This design comes from an exercise in tuning for small area, a short achievable clock period and few clock cycles on the open sky130 flow, not from production work.
Function was checked by simulation only, so behaviour that the tests miss may differ from the original.

==> flow/design.v (outline; a module is shown in full before it is edited, if it fits) <==
// module lc_fpu: 252 lines
// module lc_fpu_lzc32: 33 lines
// module lc_fpu_mul_cs: 1059 lines
module lc_fpu (
    input  wire        clk,
    input  wire        rst,
    input  wire        start,
    input  wire [3:0]  op,
    input  wire [31:0] a,
    input  wire [31:0] b,
    output reg         done,
    output wire [31:0] result,
    output wire        flag
);
  // ...
==> flow/run.sh <==
#!/bin/bash
# synth_recipe.tcl (not shown) runs the flow's synth.tcl, then flattens the netlist and writes it again
# the make line also repeats each setting of config.mk as NAME=value (left out here)
make -C /OpenROAD-flow-scripts/flow DESIGN_CONFIG=/design/flow/config.mk WORK_HOME=/design/flow/orfs CLKGATE_MAP_FILE= SYNTH_SCRIPT=/design/flow/synth_recipe.tcl finish
==> flow/config.mk <==
export PLATFORM = sky130hd
export DESIGN_NAME = lc_fpu
export DESIGN_NICKNAME = lc_fpu
export VERILOG_FILES = /design/flow/design.v
export SDC_FILE = /design/flow/constraint.sdc
export NUM_CORES = 4
export LEC_CHECK = 0
export ABC_AREA = 1
export CAP_MARGIN = 20
export CORE_MARGIN = 2
export CORE_UTILIZATION = 40
export SLEW_MARGIN = 20
==> flow/constraint.sdc <==
create_clock -name core_clock -period 20.0 [get_ports {clk}]
set_input_delay 4.0000 -clock core_clock [delete_from_list [all_inputs] [get_ports {clk}]]
set_output_delay 4.0000 -clock core_clock [all_outputs]
set_load 0.01 [all_outputs]
==> reports/qor.yml, run 1 <==
run_status:
  status: "finished clean"
clocking:
  clk_pin_slew_worst_paths_ns: 0.08
  htreeDepth: 3
  cts-root-buf: "clkbuf_16"
  clkSinkCount: 100
  cts_buffers: 9
timing:
  clock_skew_ns: 0.0125
  slew_viol_final: 0
  hold_ws_ns: 0.459
  rsz0062_at_grt: "no"
  slew-limit-headroom_pct: 19.5
  hold_viol_final: 0
  setup_viol: 0
finish:
  nFlopsAndLatches: 100
  nClkBuffers: 9
  seqAreaFraction_pct: 5.41
  n_all_inverters: 963
  final_cell_mix: "1453 x nand2_1, 913 x inv_1, 519 x nor2_1, 496 x o21ai_0, 431 x nand3_1"
  register_area_um2: 2370
logic_synthesis:
  postSynth.asyncResetShare_pct: 0
  yosys_warnings: 1
floorplanning:
  die_h_um: 326
  rows: 118
  io_pins: 105
drt:
  detail_route.first_pass.iterations: 7
  ant_nets: 0
grt:
  overflow: 0
  busiest_layer: "met2"
  grt_pass1_vias: 44154
  grt_max_degree: 72
  grt_use_met3_pct: 5.52
worst_setup_path:
  endpoint: "result[6]"
  cp_max_fo: 51
  reg2reg_to: "m_r[6]"
job:
  cap_violations: 0
place:
  place_area_um2: 43600
Testbench counts, summed over its fixed seeds: cycles 38,244.
==> module lc_fpu, before the edit <==
module lc_fpu (
    input  wire        clk,
    input  wire        rst,
    input  wire        start,
    input  wire [3:0]  op,
    input  wire [31:0] a,
    input  wire [31:0] b,
    output reg         done,
    output wire [31:0] result,
    output wire        flag
);
    localparam OP_FADD = 4'h0, OP_FSUB = 4'h1, OP_FMUL = 4'h2, OP_FDIV = 4'h3,
               OP_FABS = 4'h4, OP_ITOF = 4'h5, OP_FTOI = 4'h6,
               OP_FEQ  = 4'hB, OP_FLT  = 4'hC, OP_FLE  = 4'hD;
    localparam [31:0] QNAN = 32'h7FC0_0000;
    localparam integer DIV_K = 4;                  
    localparam integer DIV_N = 24 / DIV_K;         
    reg         busy;                  
    reg  [2:0]  cnt;
    reg  [31:0] m_r;                   
    reg  signed [9:0] e_r;             
    reg         s_r;                   
    reg         raw_r;                 
    reg         flag_r;
    reg  [22:0] d_r;                   
    reg  [25:0] q_r;                   
    reg         mul_r;                 
    wire        sa = a[31];
    wire [7:0]  ea = a[30:23];
    wire [22:0] fa = a[22:0];
    wire        sbr = b[31];
    wire [7:0]  eb = b[30:23];
    wire [22:0] fb = b[22:0];
    wire a_emax = (ea == 8'hFF);
    wire b_emax = (eb == 8'hFF);
    wire a_fz   = (fa == 23'd0);
    wire b_fz   = (fb == 23'd0);
    wire a_nan  = a_emax && !a_fz;
    wire b_nan  = b_emax && !b_fz;
    wire a_inf  = a_emax && a_fz;
    wire b_inf  = b_emax && b_fz;
    wire a_zero = (ea == 8'h00);           
    wire b_zero = (eb == 8'h00);
    wire [23:0] ma = {1'b1, fa};
    wire [23:0] mb = {1'b1, fb};
    wire op_add  = (op == OP_FADD) || (op == OP_FSUB);
    wire op_mul  = (op == OP_FMUL);
    wire op_div  = (op == OP_FDIV);
    wire op_itof = (op == OP_ITOF);
    wire op_ftoi = (op == OP_FTOI);
    wire op_abs  = (op == OP_FABS);
    wire        sb = sbr ^ (op == OP_FSUB);
    wire        a_big   = {ea, fa} >= {eb, fb};
    wire        s_big   = a_big ? sa : sb;
    wire [7:0]  e_big   = a_big ? ea : eb;
    wire [7:0]  ediff   = a_big ? (ea - eb) : (eb - ea);
    wire [23:0] za = a_zero ? 24'd0 : ma;
    wire [23:0] zb = b_zero ? 24'd0 : mb;
    wire [23:0] m_big   = a_big ? za : zb;
    wire [23:0] m_small = a_big ? zb : za;
    wire        both_zero = a_zero && b_zero;
    wire [53:0] al_full = {m_small, 3'b000, 27'd0} >> ediff[4:0];
    wire        al_far  = (ediff[7:5] != 3'd0);
    wire [26:0] small_sh = al_far ? {26'd0, (m_small != 24'd0)}
                                  : {al_full[53:28], al_full[27] | (al_full[26:0] != 27'd0)};
    wire        eff_sub = sa ^ sb;
    wire [27:0] sum = {1'b0, m_big, 3'b000} + ({1'b0, small_sh} ^ {28{eff_sub}})
                      + {27'd0, eff_sub};
    wire add_nan = a_nan || b_nan || (a_inf && b_inf && eff_sub);
    wire add_inf = a_inf || b_inf;
    wire add_inf_s = a_inf ? sa : sb;
    function [22:0] bitrev23(input [22:0] v);
        integer t;
        begin
            for (t = 0; t < 23; t = t + 1)
                bitrev23[t] = v[22 - t];
        end
    endfunction
    wire [47:0] pcs_s, pcs_c;
    lc_fpu_mul_cs u_mul (.x(ma), .y(mb), .s(pcs_s), .c(pcs_c));
    wire [22:0] plo = {1'b0, pcs_s[21:0]} + {1'b0, pcs_c[21:0]};
    wire [4:0]  tza, tzb;
    lc_fpu_lzc32 u_tza (.x({bitrev23(fa), 9'h1FF}), .n(tza));
    lc_fpu_lzc32 u_tzb (.x({bitrev23(fb), 9'h1FF}), .n(tzb));
    wire        mul_st = ({1'b0, tza} + {1'b0, tzb}) < 6'd22;
    wire        s_mul = sa ^ sbr;
    wire mul_nan = a_nan || b_nan || (a_inf && b_zero) || (a_zero && b_inf);
    wire mul_inf = a_inf || b_inf;
    wire mul_zero = a_zero || b_zero;
    wire signed [9:0] mul_e = $signed({2'b00, ea}) + $signed({2'b00, eb}) - 10'sd126;
    wire        div_lt = fa < fb;
    wire [24:0] div_x  = div_lt ? {ma, 1'b0} : {1'b0, ma};
    wire [23:0] div_r1 = div_x[23:0] - mb[23:0];
    wire div_nan  = a_nan || b_nan || (a_inf && b_inf) || (a_zero && b_zero);
    wire div_inf  = a_inf || b_zero;
    wire div_zero = a_zero || b_inf;
    wire div_special = a_nan || b_nan || a_inf || b_inf || a_zero || b_zero;
    wire signed [9:0] div_e = $signed({2'b00, ea}) - $signed({2'b00, eb}) + 10'sd127
                              - {9'd0, div_lt};
    wire [31:0] imag = a[31] ? -a : a;
    wire [7:0]  ftoi_sh = 8'd158 - ea;
    wire [31:0] ftoi_mag = {ma, 8'd0} >> ftoi_sh[4:0];
    wire [31:0] ftoi_res =
        a_nan ? 32'd0 :
        (a_inf || ea >= 8'd158) ? (sa ? 32'h8000_0000 : 32'h7FFF_FFFF) :
        (ea < 8'd127) ? 32'd0 :
        (sa ? -ftoi_mag : ftoi_mag);
    wire [31:0] fabs_res = a_nan ? QNAN : a_zero ? 32'd0 : {1'b0, ea, fa};
    wire [30:0] ka = a_zero ? 31'd0 : a[30:0];
    wire [30:0] kb = b_zero ? 31'd0 : b[30:0];
    wire        unord = a_nan || b_nan;
    wire        k_eq = (ka == kb);
    wire        k_lt = (ka < kb);
    wire        kz   = (ka == 31'd0) && (kb == 31'd0);
    wire        c_eq = !unord && k_eq && ((sa == sbr) || kz);
    wire        c_lt = !unord && (( sa && !sbr) ? !kz :
                                  (!sa && !sbr) ? k_lt :
                                  ( sa &&  sbr) ? (!k_lt && !k_eq) : 1'b0);
    wire        cmp_flag = (op == OP_FEQ) ? c_eq :
                           (op == OP_FLT) ? c_lt : (c_lt || c_eq);
    reg  [31:0] m_in;
    reg  signed [9:0] e_in;
    reg         s_in;
    reg         raw_in;
    always @(*) begin
        m_in   = 32'd0;
        e_in   = 10'sd0;
        s_in   = 1'b0;
        raw_in = 1'b1;
        if (op_add) begin
            if (add_nan)        m_in = QNAN;
            else if (add_inf)   m_in = {add_inf_s, 8'hFF, 23'd0};
            else if (both_zero) m_in = {sa & sb, 31'd0};
            else begin
                raw_in = 1'b0;
                m_in   = {sum, 4'd0};
                e_in   = $signed({2'b00, e_big}) + 10'sd1;
                s_in   = s_big;
            end
        end else if (op_mul) begin
            if (mul_nan)        m_in = QNAN;
            else if (mul_inf)   m_in = {s_mul, 8'hFF, 23'd0};
            else if (mul_zero)  m_in = {s_mul, 31'd0};
            else begin
                raw_in = 1'b0;
                m_in   = {pcs_s[47:22], mul_st, plo[22], 4'd0};
                e_in   = mul_e;
                s_in   = s_mul;
            end
        end else if (op_div) begin
            if (div_nan)        m_in = QNAN;
            else if (div_inf)   m_in = {s_mul, 8'hFF, 23'd0};
            else if (div_zero)  m_in = {s_mul, 31'd0};
            else begin
                raw_in = 1'b0;
                m_in   = {8'd0, div_r1};
                e_in   = div_e;
                s_in   = s_mul;
            end
        end else if (op_itof) begin
            raw_in = 1'b0;
            m_in   = imag;
            e_in   = 10'sd158;
            s_in   = a[31];
        end else if (op_ftoi) begin
            m_in   = ftoi_res;
        end else if (op_abs) begin
            m_in   = fabs_res;
        end
    end
    wire [23:0] dv_d = {1'b1, d_r};
    wire [23:0] dv_r [0:DIV_K];
    wire [DIV_K-1:0] dv_q;
    assign dv_r[0] = m_r[23:0];
    genvar gi;
    generate
        for (gi = 0; gi < DIV_K; gi = gi + 1) begin : g_div
            wire [24:0] r2 = {dv_r[gi], 1'b0};
            wire [25:0] t  = {1'b0, r2} - {2'b00, dv_d};
            assign dv_q[DIV_K-1-gi] = !t[25];
            assign dv_r[gi+1] = t[25] ? r2[23:0] : t[23:0];
        end
    endgenerate
    wire [23:0] q_all = {q_r[23-DIV_K:0], dv_q};
    wire        dv_st = (dv_r[DIV_K] != 24'd0);
    wire        last  = (cnt == DIV_N - 1);
    always @(posedge clk) begin
        if (rst) begin
            busy <= 1'b0;
            done <= 1'b0;
            cnt  <= 3'd0;
        end else if (busy) begin
            cnt  <= cnt + 3'd1;
            done <= last;
            busy <= !last;
        end else begin
            cnt  <= 3'd0;
            done <= start && !(op_div && !div_special);
            busy <= start && op_div && !div_special;
        end
    end
    always @(posedge clk) begin
        if (busy) begin
            q_r <= {q_r[25-DIV_K:0], dv_q};
            if (last)
                m_r <= {1'b1, q_all, dv_st, 6'd0};
            else
                m_r <= {8'd0, dv_r[DIV_K]};
        end else begin
            m_r    <= m_in;
            e_r    <= e_in;
            s_r    <= s_in;
            raw_r  <= raw_in;
            flag_r <= cmp_flag;
            d_r    <= fb;
            q_r    <= pcs_c[47:22];
            mul_r  <= op_mul;
        end
    end
    function [31:0] round_pack(input s, input signed [9:0] e, input [23:0] m,
                               input g, input st);
        reg [24:0] mr;
        reg signed [10:0] er;
        begin
            mr = {1'b0, m} + {24'd0, g && (st || m[0])};
            er = $signed({e[9], e}) + $signed({10'd0, mr[24]});
            if (er >= 11'sd255)
                round_pack = {s, 8'hFF, 23'd0};
            else if (er <= 11'sd0)
                round_pack = {s, 31'd0};
            else
                round_pack = {s, er[7:0], mr[22:0]};
        end
    endfunction
    wire [4:0] lz;
    lc_fpu_lzc32 u_lzc (.x(m_r), .n(lz));
    wire [31:0] nrm  = m_r << lz;
    wire [23:0] mant = nrm[31:8];
    wire        rg   = nrm[7];
    wire        rst_b = (nrm[6:0] != 7'd0);
    wire        mz   = (m_r == 32'd0);
    wire signed [9:0] eg = e_r - $signed({5'd0, lz});
    wire [31:0] gen_res = mz ? 32'd0 : round_pack(s_r, eg, mant, rg, rst_b);
    wire [25:0] pm = m_r[31:6] + q_r + {25'd0, m_r[4]};
    wire [23:0] mant_m = pm[25] ? pm[25:2] : pm[24:1];
    wire        g_m    = pm[25] ? pm[1] : pm[0];
    wire        st_m   = (pm[25] & pm[0]) | m_r[5];
    wire signed [9:0] em = e_r - {9'd0, !pm[25]};
    wire [31:0] mul_res = round_pack(s_r, em, mant_m, g_m, st_m);
    assign result = raw_r ? m_r : mul_r ? mul_res : gen_res;
    assign flag   = flag_r;
endmodule
==> run 2, diff against run 1 <==
--- a/flow/design.v
+++ b/flow/design.v
@@ -23,8 +23,8 @@
     reg         raw_r;                 
     reg         flag_r;
     reg  [22:0] d_r;                   
-    reg  [25:0] q_r;                   
-    reg         mul_r;                 
+    reg  [23:0] q_r;                   
+    reg  [4:0]  lz_r;                  
     wire        sa = a[31];
     wire [7:0]  ea = a[30:23];
     wire [22:0] fa = a[22:0];
@@ -50,10 +50,11 @@
     wire op_ftoi = (op == OP_FTOI);
     wire op_abs  = (op == OP_FABS);
     wire        sb = sbr ^ (op == OP_FSUB);
-    wire        a_big   = {ea, fa} >= {eb, fb};
+    wire [7:0]  eb_al   = op_ftoi ? 8'd158 : eb;
+    wire        a_big   = {ea, fa} >= {eb_al, fb};
     wire        s_big   = a_big ? sa : sb;
     wire [7:0]  e_big   = a_big ? ea : eb;
-    wire [7:0]  ediff   = a_big ? (ea - eb) : (eb - ea);
+    wire [7:0]  ediff   = a_big ? (ea - eb_al) : (eb_al - ea);
     wire [23:0] za = a_zero ? 24'd0 : ma;
     wire [23:0] zb = b_zero ? 24'd0 : mb;
     wire [23:0] m_big   = a_big ? za : zb;
@@ -64,6 +65,10 @@
     wire [26:0] small_sh = al_far ? {26'd0, (m_small != 24'd0)}
                                   : {al_full[53:28], al_full[27] | (al_full[26:0] != 27'd0)};
     wire        eff_sub = sa ^ sb;
+    wire        near    = eff_sub && (ediff[7:1] == 7'd0);
+    wire [24:0] near_d  = {m_big, 1'b0} - (ediff[0] ? {1'b0, m_small} : {m_small, 1'b0});
+    wire [4:0]  near_lz;
+    lc_fpu_lzc32 u_lzn (.x({1'b0, near_d, 6'd0}), .n(near_lz));
     wire [27:0] sum = {1'b0, m_big, 3'b000} + ({1'b0, small_sh} ^ {28{eff_sub}})
                       + {27'd0, eff_sub};
     wire add_nan = a_nan || b_nan || (a_inf && b_inf && eff_sub);
@@ -78,7 +83,7 @@
     endfunction
     wire [47:0] pcs_s, pcs_c;
     lc_fpu_mul_cs u_mul (.x(ma), .y(mb), .s(pcs_s), .c(pcs_c));
-    wire [22:0] plo = {1'b0, pcs_s[21:0]} + {1'b0, pcs_c[21:0]};
+    wire [47:0] prod = pcs_s + pcs_c;
     wire [4:0]  tza, tzb;
     lc_fpu_lzc32 u_tza (.x({bitrev23(fa), 9'h1FF}), .n(tza));
     lc_fpu_lzc32 u_tzb (.x({bitrev23(fb), 9'h1FF}), .n(tzb));
@@ -98,8 +103,9 @@
     wire signed [9:0] div_e = $signed({2'b00, ea}) - $signed({2'b00, eb}) + 10'sd127
                               - {9'd0, div_lt};
     wire [31:0] imag = a[31] ? -a : a;
-    wire [7:0]  ftoi_sh = 8'd158 - ea;
-    wire [31:0] ftoi_mag = {ma, 8'd0} >> ftoi_sh[4:0];
+    wire [4:0]  itof_lz;
+    lc_fpu_lzc32 u_lzi (.x(imag), .n(itof_lz));
+    wire [31:0] ftoi_mag = al_full[53:22];
     wire [31:0] ftoi_res =
         a_nan ? 32'd0 :
         (a_inf || ea >= 8'd158) ? (sa ? 32'h8000_0000 : 32'h7FFF_FFFF) :
@@ -122,11 +128,13 @@
     reg  signed [9:0] e_in;
     reg         s_in;
     reg         raw_in;
+    reg  [4:0]  lz_in;
     always @(*) begin
         m_in   = 32'd0;
         e_in   = 10'sd0;
         s_in   = 1'b0;
         raw_in = 1'b1;
+        lz_in  = 5'd0;
         if (op_add) begin
             if (add_nan)        m_in = QNAN;
             else if (add_inf)   m_in = {add_inf_s, 8'hFF, 23'd0};
@@ -136,6 +144,7 @@
                 m_in   = {sum, 4'd0};
                 e_in   = $signed({2'b00, e_big}) + 10'sd1;
                 s_in   = s_big;
+                lz_in  = near ? near_lz : {4'd0, eff_sub};
             end
         end else if (op_mul) begin
             if (mul_nan)        m_in = QNAN;
@@ -143,7 +152,7 @@
             else if (mul_zero)  m_in = {s_mul, 31'd0};
             else begin
                 raw_in = 1'b0;
-                m_in   = {pcs_s[47:22], mul_st, plo[22], 4'd0};
+                m_in   = {prod[47:22], mul_st, 5'd0};
                 e_in   = mul_e;
                 s_in   = s_mul;
             end
@@ -162,6 +171,7 @@
             m_in   = imag;
             e_in   = 10'sd158;
             s_in   = a[31];
+            lz_in  = itof_lz;
         end else if (op_ftoi) begin
             m_in   = ftoi_res;
         end else if (op_abs) begin
@@ -201,7 +211,7 @@
     end
     always @(posedge clk) begin
         if (busy) begin
-            q_r <= {q_r[25-DIV_K:0], dv_q};
+            q_r <= {q_r[23-DIV_K:0], dv_q};
             if (last)
                 m_r <= {1'b1, q_all, dv_st, 6'd0};
             else
@@ -213,43 +223,58 @@
             raw_r  <= raw_in;
             flag_r <= cmp_flag;
             d_r    <= fb;
-            q_r    <= pcs_c[47:22];
-            mul_r  <= op_mul;
+            lz_r   <= lz_in;
         end
     end
-    function [31:0] round_pack(input s, input signed [9:0] e, input [23:0] m,
-                               input g, input st);
-        reg [24:0] mr;
-        reg signed [10:0] er;
-        begin
-            mr = {1'b0, m} + {24'd0, g && (st || m[0])};
-            er = $signed({e[9], e}) + $signed({10'd0, mr[24]});
-            if (er >= 11'sd255)
-                round_pack = {s, 8'hFF, 23'd0};
-            else if (er <= 11'sd0)
-                round_pack = {s, 31'd0};
-            else
-                round_pack = {s, er[7:0], mr[22:0]};
-        end
-    endfunction
-    wire [4:0] lz;
-    lc_fpu_lzc32 u_lzc (.x(m_r), .n(lz));
-    wire [31:0] nrm  = m_r << lz;
+    wire [31:0] nrm0 = m_r << lz_r;
+    wire        top  = nrm0[31];
+    wire [31:0] nrm  = top ? nrm0 : {nrm0[30:0], 1'b0};
     wire [23:0] mant = nrm[31:8];
     wire        rg   = nrm[7];
-    wire        rst_b = (nrm[6:0] != 7'd0);
+    wire        rs   = (nrm[6:0] != 7'd0);
     wire        mz   = (m_r == 32'd0);
-    wire signed [9:0] eg = e_r - $signed({5'd0, lz});
-    wire [31:0] gen_res = mz ? 32'd0 : round_pack(s_r, eg, mant, rg, rst_b);
-    wire [25:0] pm = m_r[31:6] + q_r + {25'd0, m_r[4]};
-    wire [23:0] mant_m = pm[25] ? pm[25:2] : pm[24:1];
-    wire        g_m    = pm[25] ? pm[1] : pm[0];
-    wire        st_m   = (pm[25] & pm[0]) | m_r[5];
-    wire signed [9:0] em = e_r - {9'd0, !pm[25]};
-    wire [31:0] mul_res = round_pack(s_r, em, mant_m, g_m, st_m);
-    assign result = raw_r ? m_r : mul_r ? mul_res : gen_res;
+    wire signed [10:0] e_0  = $signed({e_r[9], e_r}) - $signed({6'd0, lz_r});
+    wire signed [10:0] e_m1 = e_0 - 11'sd1;
+    wire signed [10:0] e_p1 = e_0 + 11'sd1;
+    wire ov_0 = (e_0 >= 11'sd255),  un_0 = (e_0 <= 11'sd0);
+    wire ov_m1 = (e_m1 >= 11'sd255), un_m1 = (e_m1 <= 11'sd0);
+    wire ov_p1 = (e_p1 >= 11'sd255), un_p1 = (e_p1 <= 11'sd0);
+    wire        inc = rg && (rs || mant[0]);
+    wire [23:0] pa;                        
+    lc_fpu_pand24 u_pa (.x(mant), .p(pa));
+    wire        cout = inc && pa[23] && mant[23];
+    wire [22:0] frac = mant[22:0] ^ ({23{inc}} & pa[22:0]);
+    wire [7:0]  er = (top && cout) ? e_p1[7:0] : (top || cout) ? e_0[7:0] : e_m1[7:0];
+    wire        ov = (top && cout) ? ov_p1 : (top || cout) ? ov_0 : ov_m1;
+    wire        un = (top && cout) ? un_p1 : (top || cout) ? un_0 : un_m1;
+    wire [31:0] gen_res =
+        mz ? 32'd0 :
+        ov ? {s_r, 8'hFF, 23'd0} :
+        un ? {s_r, 31'd0} :
+        {s_r, er, frac};
+    assign result = raw_r ? m_r : gen_res;
     assign flag   = flag_r;
 endmodule
+module lc_fpu_pand24 (
+    input  wire [23:0] x,
+    output wire [23:0] p
+);
+    wire [23:0] t [0:5];
+    assign t[0] = x;
+    genvar i, k;
+    generate
+        for (k = 0; k < 5; k = k + 1) begin : lv
+            for (i = 0; i < 24; i = i + 1) begin : bt
+                if (i >= (1 << k)) begin : m
+                    assign t[k+1][i] = t[k][i] & t[k][i - (1 << k)];
+                end else begin : c
+                    assign t[k+1][i] = t[k][i];
+                end
+            end
+        end
+    endgenerate
+    assign p = {t[5][22:0], 1'b1};
+endmodule
 module lc_fpu_lzc32 (
     input  wire [31:0] x,
     output wire [4:0]  n
==> run 2 against run 1 <==
Compared with the run above: still clean on timing, DRC and antenna; clock skew up 0.0014 ns; first-iteration DRC count up 14%; synthesized cell count up 1.7%; non-clock buffer count up 11; design area up 2.0%; sequential cell count down 2; count of clock-buffer cells in the layout up 1; core utilization up 0.17 points; hold slack worse by 0.0018 ns; worst setup slack better by 0.33 ns; largest cell class unchanged; highest routed layer unchanged.
==> reports/qor.yml, run 2 <==
drt:
  ant_nets: 0  # unchanged
  detail_route.first_pass.iterations: 8  # +1
  wirelength_um: 201000
  drt_iter0_markers: 5938
  drt-wirelength-per-cell_um: 24.7
  viasPerCell: 5.95
  drcViolationCount: 0
  vias: 48319
finish:
  design_area_um2: 44800
  final_cell_mix: "1581 x nand2_1, 882 x inv_1, 582 x nand3_1, 509 x nor2_1, 440 x o21ai_0"
  reg.largest.list: "m_r x32, d_r x23, q_r x20"
  fill_cells: 11496
  final_common_cell: "nand2_1"
  syn2layout_area_growth_pct: 6.34
  largest_register_ffs: 32
  drive_above_1_share_pct: 3.52
  top_register: "m_r"
  nets: 7425
clocking:
  cts_buffers: 9  # unchanged
  hold_buffers: 0
  cts-root-buf: "clkbuf_16"
  clk_pin_slew_worst_paths_ns: 0.09  # about the same
  cts.path.max_buffers: 2
  cts_tree: "built"
  cts.repair.resized: 0
  clkSinkCount: 98  # -2.0%
  htreeDepth: 3  # unchanged
  clk_latency_ns: 0.39
  cts.repair_timing.setup_buffer_count: 0
timing:
  clock_skew_ns: 0.0139  # +0.00141 ns
  slew_viol_final: 0  # unchanged
  final.setup.tns_ns: 0
  min_period_over_period_pct: 65.5
  hold_viol_final: 0  # unchanged
  period_needed_ns: 13.10
  worst_pin_slew_ns: 1.19
  slew-limit-headroom_pct: 19.9  # +0.39 points
  setup_viol: 0  # unchanged
  fmax_mhz: 76.3
  rsz0062_at_grt: "no"
floorplanning:
  rows: 119  # +0.85%
  die_w_um: 328
  die_h_um: 328  # +0.70%
  core_area_um2: 105000
  start_util_pct: 40.2
  io_pins: 105  # unchanged
  dieArea_um2: 108000
worst_setup_path:
  end_kind: "register"
  cpMaxStageDelayCell: "o21ai_0"
  cp_max_fo: 61  # +20%
  arrival_ns: 13.22
  cp_data_required_time_ns: 20.12
  reg2reg_to: "m_r[6]"
  critical_path_class: "input pin to register"
  cp-start-kind: "input pin"
  r2r_cells: 57
  reg2reg_from: "d_r[6]"
  slowest_delay_ns: 1.09
  path_common_cell: "nand2_1"
  crit_start: "op[2]"
  endpoint: "lz_r[3]"
  ff2ff_setup_slack_ns: 7.68
logic_synthesis:
  synth_edf_count: 61
  yosys.area.top_type: "nand2_1"
  synth_cells: 6806
  synth_compound_area_share_pct: 19.0
  synth_common_cells: "1581 x nand2_1, 886 x inv_1, 583 x nand3_1"
  yosys_warnings: 2  # +1
  synth_top_family_by_area: "simple AND/OR/NAND/NOR gates"
  synthTopCellsByArea: "nand2_1 14%, fa_1 12%, ha_1 11%, xor2_1 8.7%, inv_1 7.9%"
  syn-cell-area_um2: 42100
  synth_nets: 7508
  ys.flop_type: "edfxtp_1"
  synth-simple-area-share_pct: 29.8
  synth_cell_types: 78
  synth_fa_ha_area_share_pct: 23.4
  postSynth.asyncResetShare_pct: 0  # unchanged
  synth_top_area_share_pct: 14.1
  ys_seq_elements: 98
  synth_xor_area_share_pct: 10.1
  synth.most_common_cell: "nand2_1"
  avgSynthCellArea_um2: 6.19
  muxShareOfSynthArea_pct: 0.294
  seq_area_frac_synth_pct: 6.11
grt:
  grt_pass1_vias: 45648  # +3.4%
  grt_max_degree: 62  # -14%
  grt_pass1_wl_um: 296000
  overflow: 0  # unchanged
  antenna_found_initial: 9
  grt_usage_pct: 36.5
place:
  place_area_um2: 44400  # +1.9%
  io_buffers: 104
  place_congestion: 1.06
  hpwlAfterDp_um: 160000
job:
  cap_violations: 0  # unchanged
run_status:
  status: "finished clean"
hold_path:
  worstHoldPathType: "register to register"
[run 2: cell count changes after synthesis, sizes merged, moves of 31 or more]
cell | previous run | this run
nand3 | 441 | 585
nand2 | 1490 | 1593
o21ai | 573 | 494
buf | 174 | 123
inv | 952 | 911
clkbuf | 156 | 187
[run 2: worst min path at each step]
stage | from | endpoint | slack (ns) | cells past startpoint
2_1_floorplan | cnt[0] | cnt[0] | 0.42 | 1
3_3_place_gp | q_r[7] | q_r[11] | 0.44 | 0
3_5_place_dp | q_r[6] | q_r[10] | 0.44 | 0
4_1_cts | q_r[6] | q_r[10] | 0.45 | 0
5_1_grt | q_r[6] | q_r[10] | 0.46 | 0
6_report | q_r[6] | q_r[10] | 0.46 | 0
[run 2: logic make-up (layout without fill, tap and decap cells)]
group / after synthesis / count (layout)
other cells: 0 / 5
flops: 98 / 98
fa+ha+maj: 631 / 631
compound gates: 1393 / 1393
xor+xnor: 485 / 485
simple gates: 2952 / 2952
mux: 12 / 12
buf+inv: 1235 / 1157
[run 2: layer usage]
| layer | part of all wire [%] | GRT usage [%] | vias to the layer above |
|---|---|---|---|
| met3 | 9.9 | 6.14 | 483 |
| met2 | 43 | 56.4 | 2604 |
| met1 | 42 | 49.7 | 22791 |
| li1 | - | - | 22433 |
| met5 | 0.027 | 0 | - |
| met4 | 5.2 | 16.3 | 8 |
[run 2: cell type report]
type	instances	area, µm²	share of cell area (%)
multi-input combinational	5473	34800	77.7
inverter	925	3470	7.75
sequential	98	2570	5.75
timing repair buffer	216	1880	4.20
tap	1391	1740	3.89
clock buffer	10	250	0.559
clock inverter	6	65.1	0.145
antenna	5	12.5	0.0279
[run 2: per-stage QoR]
step,util [%],std cells,setup slack [ns],hold slack (ns)
after detailed placement,42.4,8102,6.85,0.435
after floorplan,-,6806,9.19,0.421
after CTS,42.7,8118,7.26,0.453
after global placement,42.4,8102,6.84,0.436
after global routing,42.7,8119,6.30,0.458
final,42.7,8124,6.90,0.457
[run 2: worst max-delay path: cells and delay by family]
kind / cells / cell delay [ns]
simple gates: 21 / 4.33
compound gates: 8 / 2.85
buf+inv: 5 / 1.02
fa+ha+maj: 2 / 0.77
xor+xnor: 1 / 0.20
Testbench counts of run 2, summed over its fixed seeds: cycles 38,244.
==> run 3, diff against run 2 <==
==> flow/flow/run.sh (new file) <==
#!/bin/bash
# Layout flow: the standard ORFS flow (standard.sh) with two changes:
# the buffers ORFS puts on every input and output port are
# sky130_fd_sc_hd__buf_4 cells instead of the delay cells buffer_ports picks
# on its own, and the timing repair steps aim at a setup slack margin
# (SETUP_SLACK_MARGIN) so that the resizer also works on paths that already
# meet the design's clock period. The SDC and clock are not changed.
# Each tool's output goes to the ORFS logs under orfs/logs; the make
# output goes to standard.log.
set -uo pipefail
bash standard.sh "BUFFER_PORTS_ARGS=-buffer_cell sky130_fd_sc_hd__buf_4" SETUP_SLACK_MARGIN=10 finish > standard.log 2>&1
==> flow/standard.sh (new file) <==
#!/bin/bash
# synth_recipe.tcl (not shown) runs the flow's synth.tcl, then flattens the netlist and writes it again
# the make line also repeats each setting of config.mk as NAME=value (left out here)
make -C /OpenROAD-flow-scripts/flow DESIGN_CONFIG=/design/flow/config.mk WORK_HOME=/design/flow/orfs CLKGATE_MAP_FILE= SYNTH_SCRIPT=/design/flow/synth_recipe.tcl "${@:-finish}"
--- a/flow/config.mk
+++ b/flow/config.mk
@@ -6,7 +6,7 @@
 export NUM_CORES = 4
 export LEC_CHECK = 0
 export ABC_AREA = 1
-export CAP_MARGIN = 20
+export CAP_MARGIN = 30
 export CORE_MARGIN = 2
 export CORE_UTILIZATION = 40
-export SLEW_MARGIN = 20
+export SLEW_MARGIN = 30
removed: flow/run.sh
==> run 3 against run 2 <==
Compared with the run above: largest cell class unchanged; still clean; via count rose by 4.4%; hold slack improved by 0.0019 ns; first-iteration DRC count rose by 5.6%; final cell count rose by 2.4%; non-clock buffer count rose by 174; clock skew fell by 0.0028 ns; synthesized cell count did not move; critical endpoint is now m_r[23]; synthesized area did not move; critical path depth fell by 10.
==> reports/qor.yml, run 3 <==
logic_synthesis:
  ys_seq_elements: 98  # unchanged
  synth_top_area_share_pct: 14.1  # unchanged
  synth_cells: 6806  # unchanged
  ys.flop_type: "edfxtp_1"
  synth_cell_types: 78  # unchanged
  synth.most_common_cell: "nand2_1"
  synthTopCellsByArea: "nand2_1 14%, fa_1 12%, ha_1 11%, xor2_1 8.7%, inv_1 7.9%"
  seq_area_frac_synth_pct: 6.11  # unchanged
  yosys_warnings: 2  # unchanged
  postSynth.asyncResetShare_pct: 0  # unchanged
  syn-cell-area_um2: 42100  # unchanged
  synth_nets: 7508  # unchanged
  yosys.area.top_type: "nand2_1"
  synth_edf_count: 61  # unchanged
  synth_common_cells: "1581 x nand2_1, 886 x inv_1, 583 x nand3_1"
  avgSynthCellArea_um2: 6.19  # unchanged
floorplanning:
  rows: 119  # unchanged
  dieArea_um2: 108000  # unchanged
  io_pins: 105  # unchanged
  die_h_um: 328  # unchanged
  die_w_um: 328  # unchanged
  start_util_pct: 40.2  # unchanged
  core_area_um2: 105000  # unchanged
run_status:
  status: "finished clean"
clocking:
  clkSinkCount: 98  # unchanged
  cts.path.max_buffers: 2  # unchanged
  htreeDepth: 3  # unchanged
  cts_tree: "built"
  clk_latency_ns: 0.38  # about the same
  clk_pin_slew_worst_paths_ns: 0.07  # -0.02 ns
  hold_buffers: 0  # unchanged
  cts-root-buf: "clkbuf_16"
  cts_buffers: 9  # unchanged
finish:
  fill_cells: 11069  # -3.7%
  nets: 7621  # +2.6%
  final_common_cell: "nand2_1"
  drive_above_1_share_pct: 13.7  # +10 points
  final_cell_mix: "1523 x nand2_1, 826 x inv_1, 544 x nand3_1, 471 x nor2_1, 416 x xor2_1"
  syn2layout_area_growth_pct: 17.7
  top_register: "m_r"
  layout.cells.non_filler: 8316  # +2.4%
  reg.largest.list: "m_r x32, d_r x23, q_r x20"
  largest_register_ffs: 32  # unchanged
place:
  hpwlAfterDp_um: 159000  # -0.73%
  placed_cells: 8081  # -0.26%
  io_buffers: 104  # unchanged
  place_congestion: 1.08  # +1.4%
worst_setup_path:
  critical_path_class: "input pin to register"
  worst-path-buf-inv: 7  # +2
  cpMaxStageDelayCell: "fa_1"
  cp-start-kind: "input pin"
  slowest_delay_ns: 0.58  # -0.51 ns
  arrival_ns: 10.32  # -2.90 ns
  cp_data_required_time_ns: 20.31  # +0.19 ns
  end_kind: "register"
  cp_max_fo: 27  # -56%
  crit_family: "adder cells"
grt:
  grt_usage_pct: 36.9  # +0.42 points
  overflow: 0  # unchanged
  antenna_found_initial: 10  # +1
  grt_pass1_vias: 46274  # +1.4%
  grt_pass1_wl_um: 300000  # +1.1%
  grt_max_degree: 59  # -4.8%
drt:
  drcViolationCount: 0  # unchanged
  drt_iter0_markers: 6273  # +5.6%
  detail_route.first_pass.iterations: 7  # -1
  viasPerCell: 6.06  # +2.0%
  wirelength_um: 212000  # +5.6%
  vias: 50427  # +4.4%
  drt-wirelength-per-cell_um: 25.5  # +3.2%
  ant_nets: 0  # unchanged
timing:
  clock_skew_ns: 0.0112  # -0.00277 ns
  worst_pin_slew_ns: 1.17  # -0.0190 ns
  fmax_mhz: 99.9  # +31%
  min_period_over_period_pct: 50.0  # -15 points
  hold_viol_final: 0  # unchanged
  setup_viol: 0  # unchanged
  rsz0062_at_grt: "yes"
  slew_viol_final: 0  # unchanged
  period_needed_ns: 10.01  # -3.09 ns
  final.setup.tns_ns: 0  # unchanged
  slew-limit-headroom_pct: 21.2  # +1.3 points
job:
  cap_violations: 0  # unchanged
hold_path:
  worstHoldPathType: "register to register"
-- run 3: cell counts after synthesis --
No cell type changed its count.
-- run 3: layout make-up --
class	instances	area (µm²)	share of cell area, %
multi-input combinational	5484	37100	74.8
inverter	925	3680	7.42
clock inverter	6	45.0	0.0909
timing repair buffer	390	4130	8.33
clock buffer	10	250	0.505
timing repair inverter	11	72.6	0.146
antenna	1	2.50	0.00505
sequential	98	2580	5.20
tap	1391	1740	3.51
-- run 3: logic make-up after synthesis --
family | after synthesis | synth area share (%)
fa+ha+maj | 631 | 23.4
buf+inv | 1235 | 11.4
compound gates | 1393 | 19.0
simple gates | 2952 | 29.8
mux | 12 | 0.294
xor+xnor | 485 | 10.1
flops | 98 | 6.11
-- run 3: path summary, 6_finish.rpt --
check / startpoint / to / slack, ns / cells past startpoint
worst max-delay path: b[17] / m_r[23] / 9.99 / 27
worst max register to register: d_r[6] / m_r[6] / 10.25 / 56
worst min register to register: cnt[0] / cnt[0] / 0.46 / 1
worst min-delay path: cnt[0] / cnt[0] / 0.46 / 1
-- run 3: timing repair --
item,4_1_cts,5_1_grt
setup buffers,39,127
setup endpoints to repair,69,69
pin swaps,34,180
resized for setup,340,472
gates cloned,19,33
-- run 3: layer usage --
| layer | vias up | share of wire [%] | global-route usage (%) |
|---|---|---|---|
| met5 | - | 0.044 | 0 |
| met4 | 14 | 5.7 | 16.7 |
| met3 | 654 | 11 | 7.16 |
| met2 | 3014 | 43 | 57.5 |
| met1 | 23882 | 40 | 49.3 |
| li1 | 22863 | - | - |
-- run 3: metrics by stage --
step | setup slack (ns) | cell area [µm²] | util, % | hold slack, ns
floorplan | 10.01 | 42100 | - | 0.421
global placement | 7.40 | 44000 | 42.0 | 0.432
detailed placement | 7.18 | 44000 | 42.0 | 0.441
CTS | 9.94 | 46100 | 44.0 | 0.457
global route | 9.79 | 49600 | 47.3 | 0.473
finish | 9.99 | 49600 | 47.3 | 0.459
-- run 3: worst reg2reg max path, delay by kind of cell, from the launching register on --
family / cells / cell delay, ns
simple gates: 30 / 4.00
compound gates: 12 / 2.20
buf+inv: 9 / 1.44
fa+ha+maj: 4 / 1.39
flops: 1 / 0.38
xor+xnor: 1 / 0.23
==> run 4, diff against run 3 <==
--- a/flow/design.v
+++ b/flow/design.v
@@ -23,7 +23,8 @@
     reg         raw_r;                 
     reg         flag_r;
     reg  [22:0] d_r;                   
-    reg  [23:0] q_r;                   
+    reg  [25:0] q_r;                   
+    reg         mul_r;                 
     reg  [4:0]  lz_r;                  
     wire        sa = a[31];
     wire [7:0]  ea = a[30:23];
@@ -51,26 +52,31 @@
     wire op_abs  = (op == OP_FABS);
     wire        sb = sbr ^ (op == OP_FSUB);
     wire [7:0]  eb_al   = op_ftoi ? 8'd158 : eb;
-    wire        a_big   = {ea, fa} >= {eb_al, fb};
-    wire        s_big   = a_big ? sa : sb;
-    wire [7:0]  e_big   = a_big ? ea : eb;
-    wire [7:0]  ediff   = a_big ? (ea - eb_al) : (eb_al - ea);
+    wire        a_x     = ea >= eb_al;
+    wire        s_x     = a_x ? sa : sb;
+    wire        s_y     = a_x ? sb : sa;
+    wire [7:0]  e_big   = a_x ? ea : eb;
+    wire [7:0]  ediff   = a_x ? (ea - eb_al) : (eb_al - ea);
     wire [23:0] za = a_zero ? 24'd0 : ma;
     wire [23:0] zb = b_zero ? 24'd0 : mb;
-    wire [23:0] m_big   = a_big ? za : zb;
-    wire [23:0] m_small = a_big ? zb : za;
+    wire [23:0] m_x     = a_x ? za : zb;
+    wire [23:0] m_y     = a_x ? zb : za;
     wire        both_zero = a_zero && b_zero;
-    wire [53:0] al_full = {m_small, 3'b000, 27'd0} >> ediff[4:0];
+    wire [53:0] al_full = {m_y, 3'b000, 27'd0} >> ediff[4:0];
     wire        al_far  = (ediff[7:5] != 3'd0);
-    wire [26:0] small_sh = al_far ? {26'd0, (m_small != 24'd0)}
+    wire [26:0] small_sh = al_far ? {26'd0, (m_y != 24'd0)}
                                   : {al_full[53:28], al_full[27] | (al_full[26:0] != 27'd0)};
     wire        eff_sub = sa ^ sb;
+    wire [27:0] sum = {1'b0, m_x, 3'b000} + ({1'b0, small_sh} ^ {28{eff_sub}})
+                      + {27'd0, eff_sub};
     wire        near    = eff_sub && (ediff[7:1] == 7'd0);
-    wire [24:0] near_d  = {m_big, 1'b0} - (ediff[0] ? {1'b0, m_small} : {m_small, 1'b0});
+    wire [25:0] near_p  = {1'b0, m_x, 1'b0} - (ediff[0] ? {2'b00, m_y} : {1'b0, m_y, 1'b0});
+    wire [24:0] near_n  = {m_y, 1'b0} - {m_x, 1'b0};
+    wire        near_neg = near_p[25];
+    wire [24:0] near_d  = near_neg ? near_n : near_p[24:0];
     wire [4:0]  near_lz;
     lc_fpu_lzc32 u_lzn (.x({1'b0, near_d, 6'd0}), .n(near_lz));
-    wire [27:0] sum = {1'b0, m_big, 3'b000} + ({1'b0, small_sh} ^ {28{eff_sub}})
-                      + {27'd0, eff_sub};
+    wire        s_add   = (near && near_neg) ? s_y : s_x;
     wire add_nan = a_nan || b_nan || (a_inf && b_inf && eff_sub);
     wire add_inf = a_inf || b_inf;
     wire add_inf_s = a_inf ? sa : sb;
@@ -83,7 +89,7 @@
     endfunction
     wire [47:0] pcs_s, pcs_c;
     lc_fpu_mul_cs u_mul (.x(ma), .y(mb), .s(pcs_s), .c(pcs_c));
-    wire [47:0] prod = pcs_s + pcs_c;
+    wire [22:0] plo = {1'b0, pcs_s[21:0]} + {1'b0, pcs_c[21:0]};
     wire [4:0]  tza, tzb;
     lc_fpu_lzc32 u_tza (.x({bitrev23(fa), 9'h1FF}), .n(tza));
     lc_fpu_lzc32 u_tzb (.x({bitrev23(fb), 9'h1FF}), .n(tzb));
@@ -141,9 +147,9 @@
             else if (both_zero) m_in = {sa & sb, 31'd0};
             else begin
                 raw_in = 1'b0;
-                m_in   = {sum, 4'd0};
+                m_in   = near ? {1'b0, near_d, 6'd0} : {sum, 4'd0};
                 e_in   = $signed({2'b00, e_big}) + 10'sd1;
-                s_in   = s_big;
+                s_in   = s_add;
                 lz_in  = near ? near_lz : {4'd0, eff_sub};
             end
         end else if (op_mul) begin
@@ -152,7 +158,7 @@
             else if (mul_zero)  m_in = {s_mul, 31'd0};
             else begin
                 raw_in = 1'b0;
-                m_in   = {prod[47:22], mul_st, 5'd0};
+                m_in   = {pcs_s[47:22], mul_st, plo[22], 4'd0};
                 e_in   = mul_e;
                 s_in   = s_mul;
             end
@@ -211,7 +217,7 @@
     end
     always @(posedge clk) begin
         if (busy) begin
-            q_r <= {q_r[23-DIV_K:0], dv_q};
+            q_r <= {q_r[25-DIV_K:0], dv_q};
             if (last)
                 m_r <= {1'b1, q_all, dv_st, 6'd0};
             else
@@ -224,6 +230,8 @@
             flag_r <= cmp_flag;
             d_r    <= fb;
             lz_r   <= lz_in;
+            q_r    <= pcs_c[47:22];
+            mul_r  <= op_mul && !raw_in;
         end
     end
     wire [31:0] nrm0 = m_r << lz_r;
@@ -239,16 +247,29 @@
     wire ov_0 = (e_0 >= 11'sd255),  un_0 = (e_0 <= 11'sd0);
     wire ov_m1 = (e_m1 >= 11'sd255), un_m1 = (e_m1 <= 11'sd0);
     wire ov_p1 = (e_p1 >= 11'sd255), un_p1 = (e_p1 <= 11'sd0);
+    wire [25:0] pm     = m_r[31:6] + q_r + {25'd0, m_r[4]};
+    wire        top_m  = pm[25];
+    wire [23:0] mant_m = top_m ? pm[25:2] : pm[24:1];
+    wire        rg_m   = top_m ? pm[1] : pm[0];
+    wire        rs_m   = (top_m && pm[0]) || m_r[5];
     wire        inc = rg && (rs || mant[0]);
     wire [23:0] pa;                        
     lc_fpu_pand24 u_pa (.x(mant), .p(pa));
-    wire        cout = inc && pa[23] && mant[23];
-    wire [22:0] frac = mant[22:0] ^ ({23{inc}} & pa[22:0]);
-    wire [7:0]  er = (top && cout) ? e_p1[7:0] : (top || cout) ? e_0[7:0] : e_m1[7:0];
-    wire        ov = (top && cout) ? ov_p1 : (top || cout) ? ov_0 : ov_m1;
-    wire        un = (top && cout) ? un_p1 : (top || cout) ? un_0 : un_m1;
+    wire        cout_g = inc && pa[23] && mant[23];
+    wire [22:0] frac_g = mant[22:0] ^ ({23{inc}} & pa[22:0]);
+    wire        inc_m = rg_m && (rs_m || mant_m[0]);
+    wire [23:0] pa_m;
+    lc_fpu_pand24 u_pam (.x(mant_m), .p(pa_m));
+    wire        cout_m = inc_m && pa_m[23] && mant_m[23];
+    wire [22:0] frac_m = mant_m[22:0] ^ ({23{inc_m}} & pa_m[22:0]);
+    wire        tp   = mul_r ? top_m : top;
+    wire        cout = mul_r ? cout_m : cout_g;
+    wire [22:0] frac = mul_r ? frac_m : frac_g;
+    wire [7:0]  er = (tp && cout) ? e_p1[7:0] : (tp || cout) ? e_0[7:0] : e_m1[7:0];
+    wire        ov = (tp && cout) ? ov_p1 : (tp || cout) ? ov_0 : ov_m1;
+    wire        un = (tp && cout) ? un_p1 : (tp || cout) ? un_0 : un_m1;
     wire [31:0] gen_res =
-        mz ? 32'd0 :
+        (mz && !mul_r) ? 32'd0 :
         ov ? {s_r, 8'hFF, 23'd0} :
         un ? {s_r, 31'd0} :
         {s_r, er, frac};
==> flow/flow/run.sh (replaced) <==
#!/bin/bash
# Layout flow: the standard ORFS flow (standard.sh), unchanged except
# that the buffers ORFS puts on every input and output port are
# sky130_fd_sc_hd__buf_4 cells instead of the delay cells buffer_ports picks
# on its own. Each tool's output goes to the ORFS logs under orfs/logs;
# the make output goes to standard.log.
set -uo pipefail
bash standard.sh "BUFFER_PORTS_ARGS=-buffer_cell sky130_fd_sc_hd__buf_4" finish > standard.log 2>&1
--- a/flow/config.mk
+++ b/flow/config.mk
@@ -6,7 +6,7 @@
 export NUM_CORES = 4
 export LEC_CHECK = 0
 export ABC_AREA = 1
-export CAP_MARGIN = 30
+export CAP_MARGIN = 20
 export CORE_MARGIN = 2
 export CORE_UTILIZATION = 40
-export SLEW_MARGIN = 30
+export SLEW_MARGIN = 20
==> run 4 against run 3 <==
Compared with the run above: sequential cell count rose by 7; synthesized area increased by 6.8%; global-route usage barely moved; design area fell by 4.7%; critical path type is now register to register.
==> reports/qor.yml, run 4 <==
finish:
  largest_register_ffs: 32  # unchanged
  final_cell_mix: "1738 x nand2_1, 996 x inv_1, 617 x nand3_1, 502 x nor2_1, 475 x o21ai_0"
  nets: 7948  # +4.3%
  drive_above_1_share_pct: 4.87  # -8.9 points
  top_register: "m_r"
  syn2layout_area_growth_pct: 4.97
  finalCoreUtilization_pct: 42.1  # -5.1 points
  reg.largest.list: "m_r x32, q_r x26, d_r x23"
  final_common_cell: "nand2_1"
drt:
  drcViolationCount: 0  # unchanged
  vias: 52541  # +4.2%
  ant_nets: 0  # unchanged
  drt-wirelength-per-cell_um: 25.4  # -0.36%
  wirelength_um: 222000  # +4.6%
  drt_iter0_markers: 6825  # +8.8%
  viasPerCell: 6.02  # -0.74%
  detail_route.first_pass.iterations: 8  # +1
worst_setup_path:
  reg2reg_from: "m_r[13]"
  path_common_cell: "nand2_1"
  cp_max_fo: 35  # +30%
  end_kind: "register"
  reg2reg_to: "m_r[6]"
  r2r_cells: 49  # -13%
  cpMaxStageDelayCell: "nand2_1"
  arrival_ns: 13.07  # +2.75 ns
  slowest_delay_ns: 0.95  # +0.37 ns
  critical_path_class: "register to register"
  ff2ff_setup_slack_ns: 7.15  # -3.10 ns
  cp_data_required_time_ns: 20.22  # -0.09 ns
  cp-start-kind: "register"
timing:
  clock_skew_ns: 0.0148  # +0.00366 ns
  hold_viol_final: 0  # unchanged
  slew-limit-headroom_pct: 11.3  # -9.9 points
  rsz0062_at_grt: "no"
  setup_viol: 0  # unchanged
  final.setup.tns_ns: 0  # unchanged
  min_period_over_period_pct: 64.2  # +14 points
  slew_viol_final: 0  # unchanged
  worst_pin_slew_ns: 1.33  # +0.161 ns
  fmax_mhz: 77.8  # -22%
  period_needed_ns: 12.85  # +2.84 ns
clocking:
  clk_pin_slew_worst_paths_ns: 0.09  # +0.02 ns
  clk_latency_ns: 0.38  # about the same
  hold_buffers: 0  # unchanged
  cts_buffers: 9  # unchanged
  htreeDepth: 3  # unchanged
  cts.path.max_buffers: 2  # unchanged
  cts.repair.resized: 0  # -100%
  cts.repair_timing.setup_buffer_count: 0  # -100%
  cts_tree: "built"
  cts-root-buf: "clkbuf_16"
  clkSinkCount: 105  # +7.1%
grt:
  grt_pass1_wl_um: 321000  # +7.2%
  grt_usage_pct: 36.9  # about the same
  antenna_found_initial: 13  # +3
  overflow: 0  # unchanged
  grt_pass1_vias: 48800  # +5.5%
  grt_max_degree: 59  # unchanged
logic_synthesis:
  seq_area_frac_synth_pct: 5.61  # -0.50 points
  yosys.area.top_type: "nand2_1"
  ys_seq_elements: 105  # +7.1%
  synth_top_area_share_pct: 14.5  # +0.41 points
  avgSynthCellArea_um2: 6.12  # -1.0%
  synth.most_common_cell: "nand2_1"
  syn-cell-area_um2: 45000  # +6.8%
  ys.flop_type: "dfxtp_1"
  synth_nets: 8075  # +7.6%
  synth_cell_types: 75  # -3.8%
  yosys_warnings: 2  # unchanged
  synth_common_cells: "1738 x nand2_1, 997 x inv_1, 617 x nand3_1"
  postSynth.asyncResetShare_pct: 0  # unchanged
  synth_cells: 7347  # +7.9%
  synth_edf_count: 42  # -31%
  synthTopCellsByArea: "nand2_1 15%, fa_1 12%, ha_1 11%, xor2_1 8.5%, inv_1 8.3%"
place:
  io_buffers: 104  # unchanged
  hpwlAfterDp_um: 178000  # +12%
  place_congestion: 1.09  # +1.3%
floorplanning:
  rows: 123  # +3.4%
  die_w_um: 339  # +3.3%
  io_pins: 105  # unchanged
  dieArea_um2: 115000  # +6.7%
  core_area_um2: 112000  # +6.9%
  die_h_um: 339  # +3.3%
  start_util_pct: 40.1  # about the same
hold_path:
  worstHoldPathType: "register to register"
  holdPathEnd: "cnt[0]"
  min_from: "cnt[0]"
  hold_depth: 1  # unchanged
job:
  cap_violations: 0  # unchanged
run_status:
  status: "finished clean"
run 4: cell count changes after synthesis, moves of 22 or more:
cell     delta
nand3_1    +34
a21oi_1    +34
xnor2_1    +22
dfxtp_1    +26
o21ai_0    +34
inv_1     +111
nand2_1   +157
ha_1       +23
run 4: metal layers:
| metal | global-route usage (%) | vias to the layer above | share of wire, % |
|---|---|---|---|
| li1 | - | 24019 | - |
| met1 | 49.4 | 24659 | 40 |
| met2 | 56.0 | 3270 | 42 |
| met3 | 10.4 | 573 | 13 |
| met4 | 14.4 | 20 | 4.6 |
| met5 | 0 | - | 0.056 |
run 4: area by class of cell:
type	instances	area [µm²]
Clock inverter	7	91.3
Inverter	1049	3940
Multi-Input combinational cell	5861	37100
Fill cell	12359	64800
Antenna cell	4	10.0
Clock buffer	9	225
Timing Repair Buffer	194	1460
Sequential cell	105	2520
Tap cell	1500	1880
run 4: worst max-delay path by stage:
stage,start,endpoint,depth (start not counted)
after floorplan,op[2],lz_r[0],42
after detailed placement,op[3],m_r[6],37
after global placement,op[2],m_r[6],38
final,m_r[13],m_r[6],49
after global routing,m_r[19],m_r[6],48
after CTS,op[3],m_r[6],37
run 4: through the flow:
stage / std cells / hold slack [ns] / area (µm²) / setup WS (ns)
after floorplan: 7347 / 0.421 / 45000 / 10.31
after global placement: 8708 / 0.439 / 46900 / 7.22
after detailed placement: 8708 / 0.445 / 46900 / 7.21
after CTS: 8724 / 0.466 / 47200 / 7.57
after global routing: 8725 / 0.479 / 47200 / 6.18
final: 8729 / 0.457 / 47200 / 7.15
run 4: cells by family (layout without fill, tap and decap cells):
| group | count (synthesis) | after routing | share of synthesized area, % |
|---|---|---|---|
| flops | 105 | 105 | 5.61 |
| compound gates | 1487 | 1487 | 19.0 |
| fa+ha+maj | 657 | 657 | 22.6 |
| buf+inv | 1381 | 1259 | 12.0 |
| mux | 14 | 14 | 0.312 |
| simple gates | 3182 | 3182 | 30.2 |
| xor+xnor | 521 | 521 | 10.1 |
| other cells | 0 | 4 | 0 |
run 4: worst max-delay path, delay by kind of cell (launching register included):
| family | cells | cell delay, ns |
|---|---|---|
| compound gates | 17 | 4.32 |
| fa+ha+maj | 4 | 1.46 |
| buf+inv | 6 | 1.97 |
| flops | 1 | 0.81 |
| simple gates | 22 | 4.10 |
Testbench counts of run 4, summed over its fixed seeds: cycles 38,244.
==> run 5, diff against run 4 <==
==> flow/run.sh (new file) <==
#!/bin/bash
# synth_recipe.tcl (not shown) runs the flow's synth.tcl, then flattens the netlist and writes it again
# the make line also repeats each setting of config.mk as NAME=value (left out here)
make -C /OpenROAD-flow-scripts/flow DESIGN_CONFIG=/design/flow/config.mk WORK_HOME=/design/flow/orfs CLKGATE_MAP_FILE= SYNTH_SCRIPT=/design/flow/synth_recipe.tcl finish
removed: flow/flow/run.sh
removed: flow/standard.sh
==> run 5 against run 4 <==
Compared with the run above: first-iteration DRC count fell by 5.1%; hold slack worse by 0.0011 ns; die area stayed put; wire length decreased by 0.89%; design area rose by 0.77%; critical path type is now input pin to register; synthesized area did not move; clock skew decreased by 0.0040 ns; worst setup slack lost 0.033 ns.
==> reports/qor.yml, run 5 <==
run_status:
  status: "finished clean"
clocking:
  htreeDepth: 3  # unchanged
  clkSinkCount: 105  # unchanged
  cts.repair.resized: 0  # unchanged
  cts.repair_timing.setup_buffer_count: 0  # unchanged
  clk_pin_slew_worst_paths_ns: 0.08  # about the same
  hold_buffers: 0  # unchanged
  cts.path.max_buffers: 2  # unchanged
  cts-root-buf: "clkbuf_16"
  cts_tree: "built"
  clk_latency_ns: 0.38  # about the same
  cts_buffers: 9  # unchanged
timing:
  min_period_over_period_pct: 64.4  # +0.17 points
  worst_pin_slew_ns: 1.26  # -0.0687 ns
  final.setup.tns_ns: 0  # unchanged
  hold_viol_final: 0  # unchanged
  period_needed_ns: 12.88  # +0.0331 ns
  slew-limit-headroom_pct: 15.0  # +3.7 points
  clock_skew_ns: 0.0109  # -0.00395 ns
  setup_viol: 0  # unchanged
  rsz0062_at_grt: "no"
  fin_ws_ns: 7.12  # -0.0331 ns
  fmax_mhz: 77.6  # -0.26%
  hold_ws_ns: 0.456  # -0.00108 ns
  slew_viol_final: 0  # unchanged
grt:
  grt_usage_pct: 36.7  # -0.17 points
  antenna_found_initial: 25  # +12
  grt_pass1_wl_um: 320000  # -0.50%
  overflow: 0  # unchanged
  grt_max_degree: 58  # -1.7%
  grt_pass1_vias: 48745  # -0.11%
drt:
  detail_route.first_pass.iterations: 9  # +1
  drt-wirelength-per-cell_um: 25.2  # -1.1%
  drcViolationCount: 0  # unchanged
  drt_iter0_markers: 6477  # -5.1%
  viasPerCell: 6.00  # -0.33%
  wirelength_um: 220000  # -0.89%
  ant_nets: 0  # unchanged
  vias: 52470  # -0.14%
logic_synthesis:
  ys_seq_elements: 105  # unchanged
  synth.most_common_cell: "nand2_1"
  synth_xor_area_share_pct: 10.1  # unchanged
  synth_top_family_by_area: "simple AND/OR/NAND/NOR gates"
  synth_top_area_share_pct: 14.5  # unchanged
  muxShareOfSynthArea_pct: 0.312  # unchanged
  synth_edf_count: 42  # unchanged
  postSynth.asyncResetShare_pct: 0  # unchanged
  yosys_warnings: 2  # unchanged
  synth_fa_ha_area_share_pct: 22.6  # unchanged
  synth_compound_area_share_pct: 19.0  # unchanged
  synth_nets: 8075  # unchanged
  synthTopCellsByArea: "nand2_1 15%, fa_1 12%, ha_1 11%, xor2_1 8.5%, inv_1 8.3%"
  synth_cells: 7347  # unchanged
  syn-cell-area_um2: 45000  # unchanged
  synth_cell_types: 75  # unchanged
  yosys.area.top_type: "nand2_1"
  synth_common_cells: "1738 x nand2_1, 997 x inv_1, 617 x nand3_1"
  avgSynthCellArea_um2: 6.12  # unchanged
  ys.flop_type: "dfxtp_1"
  seq_area_frac_synth_pct: 5.61  # unchanged
  synth-simple-area-share_pct: 30.2  # unchanged
worst_setup_path:
  ff2ff_setup_slack_ns: 8.08  # +0.93 ns
  cpMaxStageDelayCell: "a21oi_4"
  path_common_cell: "nand2_1"
  slowest_delay_ns: 0.70  # -0.25 ns
  cp_data_required_time_ns: 20.22  # about the same
  reg2reg_to: "m_r[2]"
  critical_path_class: "input pin to register"
  cp-start-kind: "input pin"
  crit_start: "op[2]"
  endpoint: "m_r[9]"
  r2r_cells: 47  # -4.1%
  end_kind: "register"
  cp_max_fo: 51  # +46%
  reg2reg_from: "d_r[1]"
  arrival_ns: 13.10  # +0.03 ns
place:
  io_buffers: 104  # unchanged
  place_ws_ns: 7.05  # -0.162 ns
  hpwlAfterDp_um: 176000  # -0.95%
  placed_cells: 8726  # +0.21%
  place_area_um2: 47200  # +0.82%
  place_congestion: 1.10  # +0.60%
finish:
  syn2layout_area_growth_pct: 5.78
  final_cell_mix: "1737 x nand2_1, 996 x inv_1, 617 x nand3_1, 503 x nor2_1, 472 x o21ai_0"
  final_common_cell: "nand2_1"
  finalCoreUtilization_pct: 42.5  # +0.32 points
  design_area_um2: 47600  # +0.77%
  drive_above_1_share_pct: 3.67  # -1.2 points
  layout.cells.non_filler: 8746  # +0.19%
  fill_cells: 12288  # -0.57%
  nets: 7967  # +0.24%
  largest_register_ffs: 32  # unchanged
  top_register: "m_r"
  reg.largest.list: "m_r x32, q_r x26, d_r x23"
floorplanning:
  dieArea_um2: 115000  # unchanged
  die_h_um: 339  # unchanged
  start_util_pct: 40.1  # unchanged
  core_area_um2: 112000  # unchanged
  die_w_um: 339  # unchanged
  io_pins: 105  # unchanged
  rows: 123  # unchanged
hold_path:
  worstHoldPathType: "register to register"
job:
  cap_violations: 0  # unchanged
run 5: metal layers:
metal,global-route usage (%),share of wire (%),wire (µm)
met5,0,0.065,143
met4,16.6,5.4,11800
met3,8.99,11,25200
met2,55.2,42,92200
met1,49.6,41,90800
run 5: kinds of logic (layout without fill, tap and decap cells):
logic type,Yosys count,after routing
buffers and inverters,1381,1278
AND/OR/NAND/NOR,3182,3182
multiplexers,14,14
flip-flops,105,105
AO/OA/AOI/OAI,1487,1487
XOR/XNOR,521,521
adder cells (fa/ha/maj),657,657
other,0,2
run 5: worst min path at each step:
stage / start / to / slack [ns] / depth (start not counted)
after floorplan: cnt[0] / cnt[0] / 0.42 / 1
after global placement: cnt[0] / cnt[0] / 0.43 / 1
after detailed placement: cnt[0] / cnt[0] / 0.44 / 1
after CTS: cnt[0] / cnt[0] / 0.46 / 1
after global routing: cnt[0] / cnt[0] / 0.47 / 1
final: cnt[0] / cnt[0] / 0.46 / 1
run 5: area by class of cell:
cell class	instances	area, µm²	share of cell area (%)
diodes	2	5.00	0.0105
repair buffers	213	1850	3.89
inverters	1049	3940	8.28
flip-flops and latches	105	2520	5.30
multi-input cells	5861	37100	77.9
clock inverters	7	85.1	0.179
clock buffers	9	225	0.473
well taps	1500	1880	3.94
run 5: worst max-delay path: cells and delay by family:
kind / cells / cell delay (ns)
AOI/OAI and AO/OA: 7 / 2.03
adders and majority gates: 3 / 0.95
buffers and inverters: 10 / 2.77
and+or+nand+nor: 19 / 3.29

==> static timing again, ports no longer ideal <==
Ports are ideal in the flow. The routed layouts listed here were re-timed in OpenROAD.
Step 1 assumes that a clkbuf_16 drives the clock port and a buf_2 every other input.
Step 2 also shifts input and output timing later by t, the mid clock arrival at the registers, as if the neighbouring blocks saw the same clock.
a / b / c = ideal ports / drivers / drivers and shift; a / b = the first two.
run | t, ns | slack for setup (ns) | worst hold slack (ns) | clock arrival spread, ns
run 1 | 0.438 | 6.566 / 6.509 / 6.946 | 0.459 / 0.459 / 0.459 | 0.018 / 0.019
run 2 | 0.439 | 6.901 / 6.929 / 6.490 | 0.457 / 0.457 / 0.457 | 0.016 / 0.016
run 3 | 0.440 | 9.992 / 9.884 / 9.445 | 0.459 / 0.459 / 0.459 | 0.012 / 0.013
run 4 | 0.421 | 7.151 / 7.151 / 6.866 | 0.457 / 0.457 / 0.457 | 0.016 / 0.016
run 5 | 0.429 | 7.118 / 7.146 / 6.716 | 0.456 / 0.456 / 0.456 | 0.012 / 0.011
After both steps every run listed still meets setup and hold. For run 3, which loses most, drivers alone change the setup slack by -0.108 ns; drivers and shift together by -0.547 ns.
